What follows belongs to an exercise in optimizing a design on an open flow for small area, a short achievable clock period and few clock cycles; a production flow would make more cautious choices.
In this exercise RTL edits were held to simulation tests only and were not proved equivalent to the original.
No activity file was given, so power comes from the tool's default toggle rates. The flow treats the clock pin as an ideal source, which a real chip does not have.

### flow/config.mk
export PLATFORM = sky130hd
export DESIGN_NAME = lens_array
export DESIGN_NICKNAME = lens_array
export VERILOG_FILES = /design/flow/design.v
export SDC_FILE = /design/flow/constraint.sdc
export NUM_CORES = 4
export LEC_CHECK = 0
export CAP_MARGIN = 20
export CORE_MARGIN = 2
export CORE_UTILIZATION = 68
export CTS_CLUSTER_DIAMETER = 100
export CTS_CLUSTER_SIZE = 30
export SLEW_MARGIN = 20
### flow/constraint.sdc
create_clock -name core_clock -period 55.0 [get_ports {clk}]
set_input_delay 11.0000 -clock core_clock [delete_from_list [all_inputs] [get_ports {clk}]]
set_output_delay 11.0000 -clock core_clock [all_outputs]
set_load 0.01 [all_outputs]
### flow/design.v
module lens_array (
    input  wire         clk,
    input  wire         rst,
    input  wire         s_valid,
    output wire         s_ready,
    input  wire [63:0]  s_key,       
    input  wire [4:0]   s_klen,      
    input  wire [3:0]   s_first,     
    input  wire [3:0]   s_last,      
    input  wire [3:0]   s_ver,       
    input  wire [3:0]   s_oldest,    
    input  wire [19:0]  s_miss,      
    output reg          r_valid,
    output reg          r_hit,
    output reg  [19:0]  r_ptr,
    output reg  [3:0]   r_row,
    output reg  [15:0]  r_prio,
    input  wire         w_valid,
    output wire         w_ready,
    input  wire [1:0]   w_op,        
    input  wire [3:0]   w_row,
    input  wire [3:0]   w_staged,    
    input  wire [255:0] w_cells,     
    input  wire [15:0]  w_prio,
    input  wire [17:0]  w_result,
    input  wire [3:0]   w_birth,
    input  wire [3:0]   w_death,
    input  wire         w_born,
    input  wire         w_dying,
    output reg          wr_valid,
    output reg  [2:0]   wr_code      
);
    localparam ROWS  = 16;
    localparam CELLS = 16;
    localparam PW    = 290;          
    localparam PSTEP = 4;            
    localparam OP_WRITE  = 2'd0;
    localparam OP_DEATH  = 2'd1;
    localparam OP_REVIVE = 2'd2;
    localparam OP_CLEAR  = 2'd3;
    localparam RC_DONE     = 3'd0;
    localparam RC_OCCUPIED = 3'd1;
    localparam RC_FORMAT   = 3'd2;
    localparam RC_VERSION  = 3'd3;
    localparam RC_STATE    = 3'd4;
    reg [3:0] ph;
    always @(posedge clk) begin
        if (rst) ph <= 4'd0;
        else     ph <= ph + 4'd1;
    end
    wire [3:0] ph1 = ph + 4'd1;
    reg         sv;
    reg [63:0]  sk;
    reg [4:0]   skl;
    reg [3:0]   sf, sl, sver, sold;
    reg [19:0]  smiss;
    reg         wbusy;       
    reg         wrdy;        
    reg         wtake;       
    reg         wv;          
    reg [1:0]   wop;
    reg [3:0]   wrow, wstg;
    reg [PW-1:0] wpay;
    reg [3:0]   wbir, wdea;
    reg         wbn, wdy;
    assign s_ready = 1'b1;
    assign w_ready = wrdy;
    wire w_fire = w_valid & ~wbusy;
    always @(posedge clk) begin
        sv <= s_valid & ~rst;
        sk <= s_key; skl <= s_klen; sf <= s_first; sl <= s_last;
        sver <= s_ver; sold <= s_oldest; smiss <= s_miss;
    end
    always @(posedge clk) begin
        wv <= w_fire & ~rst;
        wop <= w_op; wstg <= w_staged;
        wbir <= w_birth; wdea <= w_death; wbn <= w_born; wdy <= w_dying;
        wrow <= ({4{wtake}} & w_row) | ({4{wbusy}} & wrow);
        wpay <= ({PW{wtake}} & {w_result, w_prio, w_cells}) | ({PW{wbusy}} & wpay);
    end
    integer r;
    reg [ROWS-1:0]   valid, dying, born;
    reg [4*ROWS-1:0] birth, death;       
    reg [2:0] w_code;
    always @(*) begin
        w_code = RC_DONE;
        case (wop)
            OP_WRITE: begin
                if (valid[wrow])                  w_code = RC_OCCUPIED;
                else if (wdy)                     w_code = RC_FORMAT;
                else if (wbn && wbir != wstg)     w_code = RC_VERSION;
            end
            OP_DEATH: begin
                if (!valid[wrow] || dying[wrow])  w_code = RC_STATE;
                else if (wdea != wstg)            w_code = RC_VERSION;
            end
            OP_REVIVE: begin
                if (!valid[wrow] || !dying[wrow] || death[4*wrow +: 4] != wstg)
                                                  w_code = RC_STATE;
            end
            default: w_code = RC_DONE;
        endcase
    end
    wire w_do = wv && w_code == RC_DONE;
    wire [ROWS-1:0] wsel = w_do ? ({{(ROWS-1){1'b0}}, 1'b1} << wrow) : {ROWS{1'b0}};
    reg  [ROWS-1:0]   valid_nx, dying_nx, born_nx;
    reg  [4*ROWS-1:0] birth_nx, death_nx;
    always @(*) begin
        for (r = 0; r < ROWS; r = r + 1) begin
            valid_nx[r]       = valid[r];
            dying_nx[r]       = dying[r];
            born_nx[r]        = born[r];
            birth_nx[4*r +: 4] = birth[4*r +: 4];
            death_nx[4*r +: 4] = death[4*r +: 4];
            if (wsel[r]) begin
                case (wop)
                    OP_WRITE: begin
                        valid_nx[r]        = 1'b1;
                        dying_nx[r]        = 1'b0;
                        born_nx[r]         = wbn;
                        birth_nx[4*r +: 4] = wbir;
                    end
                    OP_DEATH: begin
                        dying_nx[r]        = 1'b1;
                        death_nx[4*r +: 4] = wdea;
                    end
                    OP_REVIVE: dying_nx[r] = 1'b0;
                    default:   valid_nx[r] = 1'b0;
                endcase
            end
        end
    end
    always @(posedge clk) begin
        valid <= rst ? {ROWS{1'b0}} : valid_nx;
        dying <= dying_nx;
        born  <= born_nx;
        birth <= birth_nx;
        death <= death_nx;
    end
    always @(posedge clk) begin
        if (rst) begin
            wr_valid <= 1'b0;
        end else begin
            wr_valid <= wv;
        end
        wr_code <= w_code;
    end
    reg        pend;         
    wire [3:0] land_slot = wrow - ph1;
    wire       landable  = land_slot[1:0] == 2'd0;
    wire       w_new     = w_do && wop == OP_WRITE;
    wire       need      = pend | w_new;
    wire       land      = need & landable;
    wire       pend_nx   = need & ~landable;
    wire       w_hit_row = w_do && wrow == w_row;
    wire       v_after   = (w_hit_row && wop == OP_WRITE) ? 1'b1 :
                           (w_hit_row && wop == OP_CLEAR) ? 1'b0 : valid[w_row];
    wire       w_succ    = w_op == OP_WRITE && !w_dying &&
                           (!w_born || w_birth == w_staged) && !v_after;
    wire       need_nx   = pend_nx | (w_fire & w_succ);
    wire [3:0] slot_nx   = (pend_nx ? wrow : w_row) - ph1 - 4'd1;
    wire       busy_nx   = need_nx & (slot_nx[1:0] != 2'd0);
    wire [ROWS/PSTEP-1:0] psel_nx = {{(ROWS/PSTEP-1){1'b0}}, need_nx & slot_nx[1:0] == 2'd0}
                                    << slot_nx[3:2];
    reg  [ROWS/PSTEP-1:0] psel, pkeep;
    always @(posedge clk) begin
        if (rst) begin
            pend  <= 1'b0;
            wbusy <= 1'b0;
            wrdy  <= 1'b1;
            psel  <= {(ROWS/PSTEP){1'b0}};
            pkeep <= {(ROWS/PSTEP){1'b1}};
        end else begin
            pend  <= pend_nx;
            wbusy <= busy_nx;
            wrdy  <= ~busy_nx;
            psel  <= psel_nx;
            pkeep <= ~psel_nx;
        end
    end
    always @(posedge clk)
        wtake <= ~(busy_nx & ~rst);
    reg [PW-1:0] ring [0:ROWS-1];
    integer k;
    always @(posedge clk) begin
        for (k = 0; k < ROWS; k = k + 1) begin
            if (k % PSTEP == 0)
                ring[k] <= ({PW{psel[k/PSTEP]}} & wpay) |
                           ({PW{pkeep[k/PSTEP]}} & ring[(k + 1) % ROWS]);
            else
                ring[k] <= ring[(k + 1) % ROWS];
        end
    end
    wire [3:0] rel_v = sver - sold;
    reg [ROWS-1:0] lbase;
    reg [3:0] rel_b, rel_d;
    always @(*) begin
        for (r = 0; r < ROWS; r = r + 1) begin
            rel_b = birth[4*r +: 4] - sold;
            rel_d = death[4*r +: 4] - sold;
            lbase[r] = valid[r] && r >= sf && r <= sl &&
                       (!born[r] || rel_b[3] || rel_b <= rel_v) &&
                       (!dying[r] || (!rel_d[3] && rel_v < rel_d));
        end
    end
    wire [ROWS-1:0] lring = lbase & ~({{(ROWS-1){1'b0}}, pend} << wrow);
    wire [2*ROWS-1:0] lring2 = {lring, lring} >> ph;
    wire [ROWS-1:0] pmask = lring2[ROWS-1:0];
    reg [15:0] kd [0:CELLS-1];
    reg [CELLS-1:0] ign;
    integer c;
    always @(*) begin
        for (c = 0; c < CELLS; c = c + 1) begin
            kd[c]  = 16'd1 << sk[63-4*c -: 4];
            ign[c] = c >= skl;
        end
    end
    function cmatch;
        input [255:0] cl;
        reg   [CELLS-1:0] ok;
        integer i;
        begin
            for (i = 0; i < CELLS; i = i + 1)
                ok[i] = ign[i] | (|(cl[16*i +: 16] & kd[i]));
            cmatch = &ok;
        end
    endfunction
    integer n;
    function gt20;
        input [19:0] a, b;
        reg [19:0] g, e;
        reg [9:0]  g1, e1;
        reg [4:0]  g2, e2;
        reg [2:0]  g3, e3;
        reg [1:0]  g4, e4;
        integer i;
        begin
            g = a & ~b; e = a | ~b;
            for (i = 0; i < 10; i = i + 1) begin
                g1[i] = g[2*i+1] | (e[2*i+1] & g[2*i]); e1[i] = e[2*i+1] & e[2*i];
            end
            for (i = 0; i < 5; i = i + 1) begin
                g2[i] = g1[2*i+1] | (e1[2*i+1] & g1[2*i]); e2[i] = e1[2*i+1] & e1[2*i];
            end
            g3[0] = g2[1] | (e2[1] & g2[0]); e3[0] = e2[1] & e2[0];
            g3[1] = g2[3] | (e2[3] & g2[2]); e3[1] = e2[3] & e2[2];
            g3[2] = g2[4]; e3[2] = e2[4];
            g4[0] = g3[1] | (e3[1] & g3[0]); e4[0] = e3[1] & e3[0];
            gt20 = g3[2] | (e3[2] & g4[0]);
        end
    endfunction
    function gt17;
        input [16:0] a, b;
        begin
            gt17 = gt20({a, 3'b000}, {b, 3'b000});
        end
    endfunction
    reg  [ROWS-1:0] m1;
    always @(*) begin
        for (n = 0; n < ROWS; n = n + 1)
            m1[n] = pmask[n] & cmatch(ring[n][255:0]);
    end
    wire p1 = pend & lbase[wrow] & cmatch(wpay[255:0]);
    wire [ROWS-1:0] land1 = {{(ROWS-1){1'b0}}, p1 & land} << land_slot;
    reg             sv2;
    reg  [19:0]     smiss2;
    reg  [ROWS-1:0] mv;
    reg             pv;
    always @(posedge clk) begin
        if (rst) sv2 <= 1'b0;
        else     sv2 <= sv;
        smiss2 <= smiss;
        mv     <= {m1[0], m1[ROWS-1:1]} | land1;
        pv     <= p1 & ~land;
    end
    reg        t_hit  [0:30];
    reg [15:0] t_prio [0:30];
    reg        t_wrap [0:30];
    reg [3:0]  t_slot [0:30];
    reg [4:0]  ksum;
    reg        gt;
    always @(*) begin
        for (n = 0; n < 16; n = n + 1) begin
            ksum         = n + ph;
            t_hit[15+n]  = mv[n];
            t_prio[15+n] = ring[n][271:256];
            t_wrap[15+n] = ksum[4];
            t_slot[15+n] = n[3:0];
        end
        for (n = 14; n >= 0; n = n - 1) begin
            gt = gt17({t_prio[2*n+2], t_wrap[2*n+2]}, {t_prio[2*n+1], t_wrap[2*n+1]});
            if (t_hit[2*n+2] && (!t_hit[2*n+1] || gt)) begin
                t_hit[n] = 1'b1; t_prio[n] = t_prio[2*n+2];
                t_wrap[n] = t_wrap[2*n+2]; t_slot[n] = t_slot[2*n+2];
            end else begin
                t_hit[n] = t_hit[2*n+1]; t_prio[n] = t_prio[2*n+1];
                t_wrap[n] = t_wrap[2*n+1]; t_slot[n] = t_slot[2*n+1];
            end
        end
    end
    wire [3:0]  t_row  = t_slot[0] + ph;
    wire [15:0] p_prio = wpay[271:256];
    wire        p_win  = pv && (!t_hit[0] || gt20({p_prio, ~wrow}, {t_prio[0], ~t_row}));
    wire        best_hit  = t_hit[0] | pv;
    wire [3:0]  best_row  = p_win ? wrow : t_row;
    wire [15:0] best_prio = p_win ? p_prio : t_prio[0];
    wire [17:0] best_res  = p_win ? wpay[289:272] : ring[t_slot[0]][289:272];
    always @(posedge clk) begin
        if (rst) begin
            r_valid <= 1'b0;
        end else begin
            r_valid <= sv2;
        end
        r_hit  <= best_hit;
        r_ptr  <= best_hit ? {2'b00, best_res} : smiss2;
        r_row  <= best_hit ? best_row : 4'd0;
        r_prio <= best_hit ? best_prio : 16'd0;
    end
endmodule
### flow/flow/run.sh
#!/bin/bash
set -euo pipefail
W=$PWD
# synthesis core: ORFS's synth.tcl with the ABC script swapped
sed 's#^source $::env(SCRIPTS_DIR)/synth_preamble.tcl$#&\nset abc_args [lreplace $abc_args 1 1 '"$W"'/flow/abc_area_nf.script]#' \
    "$FLOW_HOME/scripts/synth.tcl" > "$W/flow_synth_core.tcl"
grep -q abc_area_nf "$W/flow_synth_core.tcl"
sed 's#source $::env(SCRIPTS_DIR)/synth.tcl#source '"$W"'/flow_synth_core.tcl#' \
    "$W/synth_recipe.tcl" > "$W/flow_synth.tcl"
grep -q flow_synth_core "$W/flow_synth.tcl"
bash standard.sh SYNTH_SCRIPT="$W/flow_synth.tcl" \
    BUFFER_PORTS_ARGS="-buffer_cell sky130_fd_sc_hd__buf_2" \
    POST_GLOBAL_PLACE_TCL="$W/flow/inbuf.tcl" \
    CTS_ARGS="-sink_clustering_enable -repair_clock_nets -sink_clustering_size 30 -sink_clustering_max_diameter 100 -dont_use_dummy_load" \
    ADDER_MAP_FILE= SETUP_SLACK_MARGIN=42.7 SKIP_GATE_CLONING=1 finish > "$W/flow_make.log" 2>&1
### flow/flow/abc_area_nf.script
&get -n
&st
&dch -f
&nf -R 1000
&put
&get -n
&st
&dch -f
&nf -R 1000
&put
&get -n
&st
&dch -f
&nf -R 1000 -E 50
&put
topo
### flow/flow/inbuf.tcl
# Input ports need no fast buffer (their paths have slack): give each input
# port buffer the smallest buffer cell instead of buf_2.
set n 0
foreach inst [[ord::get_db_block] getInsts] {
  if {[regexp {^input[0-9]+$} [$inst getName]] &&
      [[$inst getMaster] getName] eq "sky130_fd_sc_hd__buf_2"} {
    replace_cell [get_cells [$inst getName]] sky130_fd_sc_hd__buf_1
    incr n
  }
}
puts "inbuf: $n input buffers set to buf_1"
### flow/standard.sh
#!/bin/bash
# synth_recipe.tcl (not shown) runs the flow's synth.tcl, then flattens the netlist and writes it again
# the make line also repeats each setting of config.mk as NAME=value (left out here)
make -C /OpenROAD-flow-scripts/flow DESIGN_CONFIG=/design/flow/config.mk WORK_HOME=/design/flow/orfs CLKGATE_MAP_FILE= SYNTH_SCRIPT=/design/flow/synth_recipe.tcl "${@:-finish}"
==> run notes, run 1 <==
- Peak supply drop: roughly 0.036 mV
- Dpl hpwl: approximately 370000 um
- Reg-to-reg startpoint: ph[0]$_SDFF_PP0_
- Clock sink total: roughly 5300
- Routed WL per cell: 32.8 um
- Clk buf depth: 3
- Slew Limit Fails: 0
- Critical path data arrival time: ~13 ns
- Mapped cell area: between 0.15 and 0.2 mm^2
- Fmax: 80.6 MHz
- Area leader, netlist: dfxtp_1
- Initial core utilization: between 60% and 70%
- H-tree depth: 4
- Leak Pwr: between 60 and 70 nW
- Initial antenna violation count: 73
- Die Span Y: around 490 um
- Clk slew on worst S/H paths: ~0.11 ns
- HP Class: reg -> reg
- Flop2flop setup slack: 42.62 ns
- EDFF count, synth: 160
- Top post-synthesis cells by count: dfxtp_1 (5173), a22o_1 (1510), a222oi_1 (1089), nand2_1 (571), nor2_1 (530)
- Prevailing post-synth register cell: dfxtp_1
- # setup viols final: 0
- Row count: approximately 180
- I/O pin count: 467
- Syn Inst Count: between 10000 and 15000
- Critical Path End: pkeep[1]$_SDFF_PP1_
- Final wirelength: 538000 um
- Max-cap violations: 0
- RSZ-0062 raised after global routing: true
- Drt drc: 0
- Total placed instance area: ~0.17 mm^2
- Crit-path max FO: 7
- Layout cells sized above 1: between 8 and 9%
- Cell Pwr Density: ~36 mW/mm^2
- Final Hold Viols: 0
- GRT overflow: 0
- Post-synth ARST share: 0%
- Reg2Reg Depth: 62
- Largest net degree at the start of global routing: 175
- CP Capture Type: flop
- Avg Inst Size Synth: 13.0 um^2
- Drt pass-1 iters: 14
- Tmin final: around 12 ns
- Clock latency (worst-skew pair): 0.89 ns
- Synthesis-stage register bit count: approximately 5300
- Hold buffer count at cts: 0
- Worst clock skew: just under 0.08 ns
- Via count: between 100k and 150k
- Total core area: about 0.23 mm^2
- Fin area: around 0.18 mm^2
- Cell count after placement: between 15000 and 20000
- First DRT Iteration DRCs: 23100
- Final ANT Viol Nets: 0
- Setup CP Type: in -> reg
- WP data required: around 56 ns
- Worst r2r dst: r_ptr[12]$_DFF_P_
- Syn. warnings: 7
- Synthesis-to-layout area growth: 11.0%
- Die W: slightly below 500 um
- Vias per cell: ~7.4
- IO buf count: 465
- Status: finished clean
- Gr usage total: a little over two fifths
- Worst Setup SP: w_row[1]
- Post-synth top area share: 65.6%
- Most numerous cell in the Yosys netlist: dfxtp_1
- Sequential area share after synthesis: between 60% and 70%
- Finished Layout Cells: between 15000 and 20000
- Die area: between 0.2 and 0.25 mm^2
- CTS buffer count: a little under 200
- CTS tree: yes
- Ranking of synthesized cells by area: dfxtp_1 (66%), a22o_1 (8.4%), a222oi_1 (6.9%)
- Fin nets: approximately 14000
- First-pass GRT wire length: 768000 um
- Clock tree root buffer cell: clkbuf_16
- Synth Net Count: between 10000 and 15000
- Netlist cell types: 68
- Number of global-route vias before repair: approximately 120k
- Fill count: about 15000
- Setup TNS: 0 ns
- Critical Path Source Type: primary input
- Slew headroom: roughly a tenth
- Slew @ Worst Pin: around 1.3 ns
- Final worst-path cycle share: a little under a quarter
-- worst min path at each step --
stage	startpoint	to	slack (ns)	cells after the start
global route	ring[11][0]$_DFF_P_	ring[10][0]$_DFF_P_	0.27	0
floorplan	smiss[0]$_DFF_P_	smiss2[0]$_DFF_P_	0.31	0
global placement	smiss[3]$_DFF_P_	smiss2[3]$_DFF_P_	0.31	0
finish	ring[11][0]$_DFF_P_	ring[10][0]$_DFF_P_	0.28	0
CTS	ring[11][0]$_DFF_P_	ring[10][0]$_DFF_P_	0.28	0
detailed placement	smiss[5]$_DFF_P_	smiss2[5]$_DFF_P_	0.31	0
-- state kept, by name, summed over array words and instances, names as in the netlist, 5 cells and up --
register / cells
dying: 16
smiss2: 20
r_ptr: 20
r_prio: 16
skl: 5
smiss: 20
birth: 64
valid: 16
wpay: 290
mv: 16
ring: 4640
born: 16
sk: 64
death: 64
-- layer usage --
metal	routed length, um	GRT usage [%]	vias to the layer above
met3	75500	11.8	1790
met4	35400	23.6	48
met1	197000	58.1	59700
li1	-	-	51100
met2	230000	64.0	9395
met5	310	0	-
-- cells by family after synthesis --
| group | after synthesis | share of synthesized area, % |
|---|---|---|
| flip-flops | 5333 | 68.6 |
| AO/OA/AOI/OAI | 4173 | 22.3 |
| AND/OR/NAND/NOR | 2013 | 6.02 |
| buffers and inverters | 234 | 0.559 |
| XOR/XNOR | 229 | 1.27 |
| multiplexers | 92 | 0.628 |
| adder cells (fa/ha/maj) | 88 | 0.558 |
| other | 1 | 0.00238 |
-- report_power, final --
| part | switching, mW | total (mW) | internal (mW) | leakage, nW |
|---|---|---|---|---|
| Combinational | 0.210 | 0.337 | 0.127 | 18.7 |
| Clock | 1.11 | 1.76 | 0.651 | 2.45 |
| Sequential | 0.142 | 4.16 | 4.02 | 43.4 |
| Total | 1.46 | 6.26 | 4.80 | 64.6 |
-- through the flow --
step                util, %  total power [mW]  hold slack, ns  setup slack [ns]
floorplan                 -              4.35           0.310             42.22
global placement       72.9              4.54           0.311             40.00
detailed placement     72.7              4.55           0.312             39.82
CTS                    75.2              6.21           0.282             42.59
global route           76.1              6.40           0.275             42.04
finish                 76.1              6.26           0.279             42.60
-- placed cells by master, fill, tap and decap left out, drive strengths merged, types with 42 or more instances in the layout --
cell / Yosys / routed
nand4: 218 / 218
clkinv: 232 / 224
diode: 0 / 42
maj3: 88 / 88
mux2i: 80 / 80
and4: 50 / 50
a31oi: 62 / 62
a22o: 1510 / 1510
a222oi: 1089 / 1089
a22oi: 230 / 230
o21ai: 235 / 235
o22ai: 71 / 71
nand3: 246 / 246
a221oi: 396 / 396
nor3: 150 / 150
buf: 2 / 975
dfxtp: 5173 / 5173
a21oi: 292 / 292
edfxtp: 160 / 160
xor2: 72 / 72
clkbuf: 0 / 202
nand2b: 115 / 115
xnor2: 157 / 157
nand2: 571 / 571
nor2: 530 / 530
-- what timing repair did --
action | in CTS | in global routing
pin swaps | 18 | 104
resized for setup | 109 | 243
setup endpoints to repair | 96 | 92
setup buffers | 42 | 102
-- worst max-delay path, cell delays in order --
cell	delay (ns)
buf_6	0.13
mux2i_2	0.28
xnor2_1	0.16
nor3b_2	0.31
nor2_1	0.11
maj3_1	0.39
xnor2_1	0.23
nor4_2	0.41
clkinv_1	0.15
-- layout make-up --
| class | count | area (um^2) | share of cell area (%) |
|---|---|---|---|
| Antenna cell | 42 | 105 | 0.0600 |
| Clock buffer | 199 | 4980 | 2.84 |
| Inverter | 232 | 892 | 0.509 |
| Multi-Input combinational cell | 6596 | 50600 | 28.9 |
| Sequential cell | 5333 | 108000 | 61.9 |
| Tap cell | 3026 | 3790 | 2.16 |
| Timing Repair Buffer | 979 | 6410 | 3.66 |
Testbench counts, summed over its fixed seeds: cycles 16,375.
==> run 2, diff against run 1 <==
==> flow/flow/abc_area_nf.script (replaced) <==
&get -n
&st
&dch -f
&nf -R 1000
&put
&get -n
&st
&dch -f
&nf -R 1000
&put
&get -n
&st
&dch -f
&nf -R 1000
&put
topo
==> run 2 against run 1 <==
Against the previous run: register-to-register slack improved by 0.47 ns; hold slack got worse by 0.0040 ns; maximum frequency fell by 0.21%; clock power barely moved; sequential share of layout area rose by 0.19 points; via count fell by 1.1%; largest cell class unchanged; critical path type is now reg -> out.
==> run notes, run 2 <==
- Worst r2r dst: r_ptr[15]$_DFF_P_ (was r_ptr[12]$_DFF_P_)
- Final ANT Viol Nets: 0 (unchanged)
- IO buf count: 465 (unchanged)
- Cell count after placement: 16200 (was 16000)
- Via count: 121000 (was 122000)
- Hold Path Stages: 0 (unchanged)
- Reg-to-reg startpoint: ph[3]$_SDFF_PP0_ (was ph[0]$_SDFF_PP0_)
- Setup TNS: 0 ns (unchanged)
- Vias per cell: 7.29 (was 7.44)
- DR WL met2: 231000 um (was 230000 um)
- WP data required: 44.00 ns (was 55.76 ns)
- Synth Net Count: 12800 (was 12600)
- Synthesis-stage register bit count: 5333 (unchanged)
- Max reg flops: 4640 (unchanged)
- Row count: 177 (was 176)
- Slowest CP cell: dfxtp_2 (was nor4_2)
- Routed WL per cell: 31.9 um (was 32.8 um)
- Most frequent cells in the layout: dfxtp_1 (5127), a22o_1 (1539), a222oi_1 (972) (was dfxtp_1 (5118), a22o_1 (1510), a222oi_1 (1089))
- Fill count: 15100 (was 14800)
- Die area: 0.237 mm^2 (was 0.236 mm^2)
- Multi-input logic area: 0.0506 mm^2 (about the same)
- Layout cells sized above 1: 7.69% (was 8.73%)
- Initial core utilization: 68.2% (was 68.5%)
- # setup viols final: 0 (unchanged)
- Post-synth ARST share: 0% (unchanged)
- Fin nets: 13900 (was 13800)
- Die Span Y: 486 um (about the same)
- Setup CP Type: reg -> out (was in -> reg)
- Die W: 486 um (about the same)
- I/O pin count: 467 (unchanged)
- H-tree depth: 4 (unchanged)
- Number of global-route vias before repair: 114000 (was 115000)
- CP peak stage delay: 0.38 ns (was 0.41 ns)
- Cell family with most CP delay: flip-flops (was simple AND/OR/NAND/NOR gates)
- Prevailing post-synth register cell: dfxtp_1 (unchanged)
- Drt drc: 0 (unchanged)
- Sequential area share after synthesis: 68.5% (was 68.6%)
- Area leader, netlist: dfxtp_1 (unchanged)
- Post-synth top area share: 65.4% (was 65.6%)
- Clock sink total: 5333 (unchanged)
- Setup WS pre-CTS: 40.40 ns (was 39.82 ns)
- Final wirelength: 528000 um (was 538000 um)
- Syn. warnings: 7 (unchanged)
- Total core area: 0.232 mm^2 (was 0.230 mm^2)
- Hold Path End: ring[15][288]$_DFF_P_ (was ring[10][0]$_DFF_P_)
- Slew Limit Fails: 0 (unchanged)
- Slew @ Worst Pin: 1.29 ns (was 1.34 ns)
- Clk buf depth: 3 (unchanged)
- Status: finished clean (unchanged)
- Top post-synthesis cells by count: dfxtp_1 (5173), a22o_1 (1539), a222oi_1 (972), nand2_1 (564), nor2_1 (495) (was dfxtp_1 (5173), a22o_1 (1510), a222oi_1 (1089), nand2_1 (571), nor2_1 (530))
- Initial antenna violation count: 47 (was 73)
- Cell Pwr Density: 35.7 mW/mm^2 (about the same)
- Critical Path Source Type: flop (was primary input)
- Leak Pwr: 64.8 nW (was 64.6 nW)
- Drt pass-1 iters: 13 (was 14)
- Register area: 0.108 mm^2 (about the same)
- First-pass GRT wire length: 756000 um (was 768000 um)
- Tmin final: 12.43 ns (was 12.40 ns)
- Netlist cell types: 67 (was 68)
- Critical path data arrival time: 1.43 ns (was 13.16 ns)
- Slew headroom: 13.1% (was 10.4%)
- Wl on met1: 194000 um (was 197000 um)
- Finished Layout Cells: 16500 (was 16400)
- CTS tree: yes (unchanged)
- Reg2Reg Depth: 74 (was 62)
- EDFF count, synth: 160 (unchanged)
- Max-cap violations: 0 (unchanged)
- First DRT Iteration DRCs: 21700 (was 23100)
- Clk slew on worst S/H paths: 0.11 ns (about the same)
- Ranking of synthesized cells by area: dfxtp_1 (65%), a22o_1 (8.5%), a222oi_1 (6.1%) (was dfxtp_1 (66%), a22o_1 (8.4%), a222oi_1 (6.9%))
- Hold path start: ring[0][288]$_DFF_P_ (was ring[11][0]$_DFF_P_)
- Most common cell after layout, fill and taps aside: dfxtp_1 (unchanged)
- Clock latency (worst-skew pair): 0.95 ns (was 0.89 ns)
- Buf+Inv Stages, Crit Path: 1 (was 2)
- Highest Signal Layer: met5 (unchanged)
- CP Capture Type: output pin (was flop)
- Crit-path max FO: 1 (was 7)
- Syn Inst Count: 12300 (was 12200)
- Avg Inst Size Synth: 12.8 um^2 (was 13.0 um^2)
- GRT overflow: 0 (unchanged)
- Worst-path cell chain: buf_6 (was buf_6 -> mux2i_2 -> xnor2_1 -> nor3b_2 -> nor2_1 -> maj3_1 -> xnor2_1 -> nor4_2 -> clkinv_1)
- Peak supply drop: 0.0333 mV (was 0.0361 mV)
- Largest net degree at the start of global routing: 128 (was 175)
- Final setup margin: 42.57 ns (was 42.60 ns)
- Total power: 6.23 mW (was 6.26 mW)
- Final Hold Viols: 0 (unchanged)
- WL met3: 65100 um (was 75500 um)
- Biggest register: ring (unchanged)
- HP Class: reg -> reg (unchanged)
- Top Registers: ring (4640), wpay (290) (unchanged)
- Fmax: 80.5 MHz (was 80.6 MHz)
- Gr usage total: 42.6% (was 43.3%)
- Worst clock skew: 0.123 ns (was 0.0770 ns)
- Clock tree root buffer cell: clkbuf_16 (unchanged)
- Synthesis-to-layout area growth: 10.4% (was 11.0%)
- Flop2flop setup slack: 43.09 ns (was 42.62 ns)
- Mapped cell area: 0.158 mm^2 (about the same)
- CTS buffer count: 199 (unchanged)
- Most numerous cell in the Yosys netlist: dfxtp_1 (unchanged)
- Dpl hpwl: 365000 um (was 367000 um)
- RSZ-0062 raised after global routing: true (unchanged)
- Final worst-path cycle share: 22.6% (was 22.5%)
run 2: cell types whose count changed after synthesis, sizes merged, moves of 18 or more:
cell	delta
a22oi	+126
o2111ai	-18
nand3	+43
mux2i	-30
o21ai	+61
a222oi	-117
a22o	+29
nor2	-35
nor2b	+26
a21oi	+97
run 2: worst max-delay path by stage:
| stage | start | to | slack (ns) | depth (start not counted) |
|---|---|---|---|---|
| global route | ph[3]$_SDFF_PP0_ | r_ptr[15]$_DFF_P_ | 42.47 | 74 |
| detailed placement | ph[2]$_SDFF_PP0_ | r_ptr[14]$_DFF_P_ | 40.40 | 65 |
| floorplan | w_row[0] | pkeep[3]$_SDFF_PP1_ | 42.27 | 10 |
| finish | r_ptr[14]$_DFF_P_ | r_ptr[14] | 42.57 | 1 |
| CTS | r_ptr[10]$_DFF_P_ | r_ptr[10] | 42.54 | 1 |
| global placement | ph[2]$_SDFF_PP0_ | r_ptr[14]$_DFF_P_ | 40.51 | 63 |
run 2: logic make-up after synthesis:
kind of cell    synth area share, %
flops                          68.5
compound gates                 22.4
simple gates                   6.15
buf+inv                       0.598
xor+xnor                       1.29
fa+ha+maj                     0.594
mux                           0.458
other cells                 0.00237
run 2: final cells by class:
type	instances	share of cell area, %
Tap cell	3043	2.18
Sequential cell	5333	62.1
Antenna cell	24	0.0344
Inverter	249	0.548
Timing Repair Buffer	946	3.38
Multi-Input combinational cell	6752	28.9
Clock buffer	199	2.85
run 2: power by group:
part	internal (mW)	switching (mW)	total [mW]
registers	4.01	0.136	4.15
clock network	0.651	1.11	1.76
logic	0.122	0.202	0.324
run 2: through the flow:
step | cell area, um^2 | util, % | hold slack [ns]
2_1_floorplan | 159000 | - | 0.310
3_3_place_gp | 168000 | 72.5 | 0.310
3_5_place_dp | 168000 | 72.3 | 0.313
4_1_cts | 173000 | 74.7 | 0.271
5_1_grt | 175000 | 75.3 | 0.280
6_report | 175000 | 75.3 | 0.275
run 2: timing repair:
item | CTS | global route
pin swaps | 14 | 77
gates cloned | 0 | 0
hold buffers | 0 | 0
resized for setup | 106 | 162
endpoints found under the setup margin | 95 | 87
setup buffers | 24 | 65
run 2: metal layers:
layer  track usage [%]  vias to the layer above
met1              56.0                    59200
met4              24.8                       52
met3              10.2                     1606
met2              64.4                     8467
met5                 0                        -
li1                  -                    51400

==> port drivers added, routing unchanged <==
Ports are ideal in the flow. The routed layouts listed here were re-timed in OpenROAD. Step 1 sets driving cells, clkbuf_16 on the clock port and buf_2 on the other inputs (assumed; they add their load-dependent delay and slew). Step 2 adds t to the input delays and takes it off the output delays; t is the mean of the earliest and latest rising clock arrival at the registers after step 1. Input paths then give back, and output paths get back, about the clock's delay inside the block. Three values: ideal, step 1, step 2; two values: the first two.
| run | t, ns | slack for setup (ns) | worst setup path at the end | worst register clock-pin slew, ns |
|---|---|---|---|---|
| run 1 | 0.973 | 42.598 / 42.492 / 41.654 | input to register | 0.12 / 0.12 |
| run 2 | 0.989 | 42.572 / 42.471 / 41.781 | input to register | 0.12 / 0.12 |
After both steps setup and hold are still met in every run listed. For run 1, which loses most, drivers alone change the setup slack by -0.106 ns; drivers and shift together by -0.944 ns.
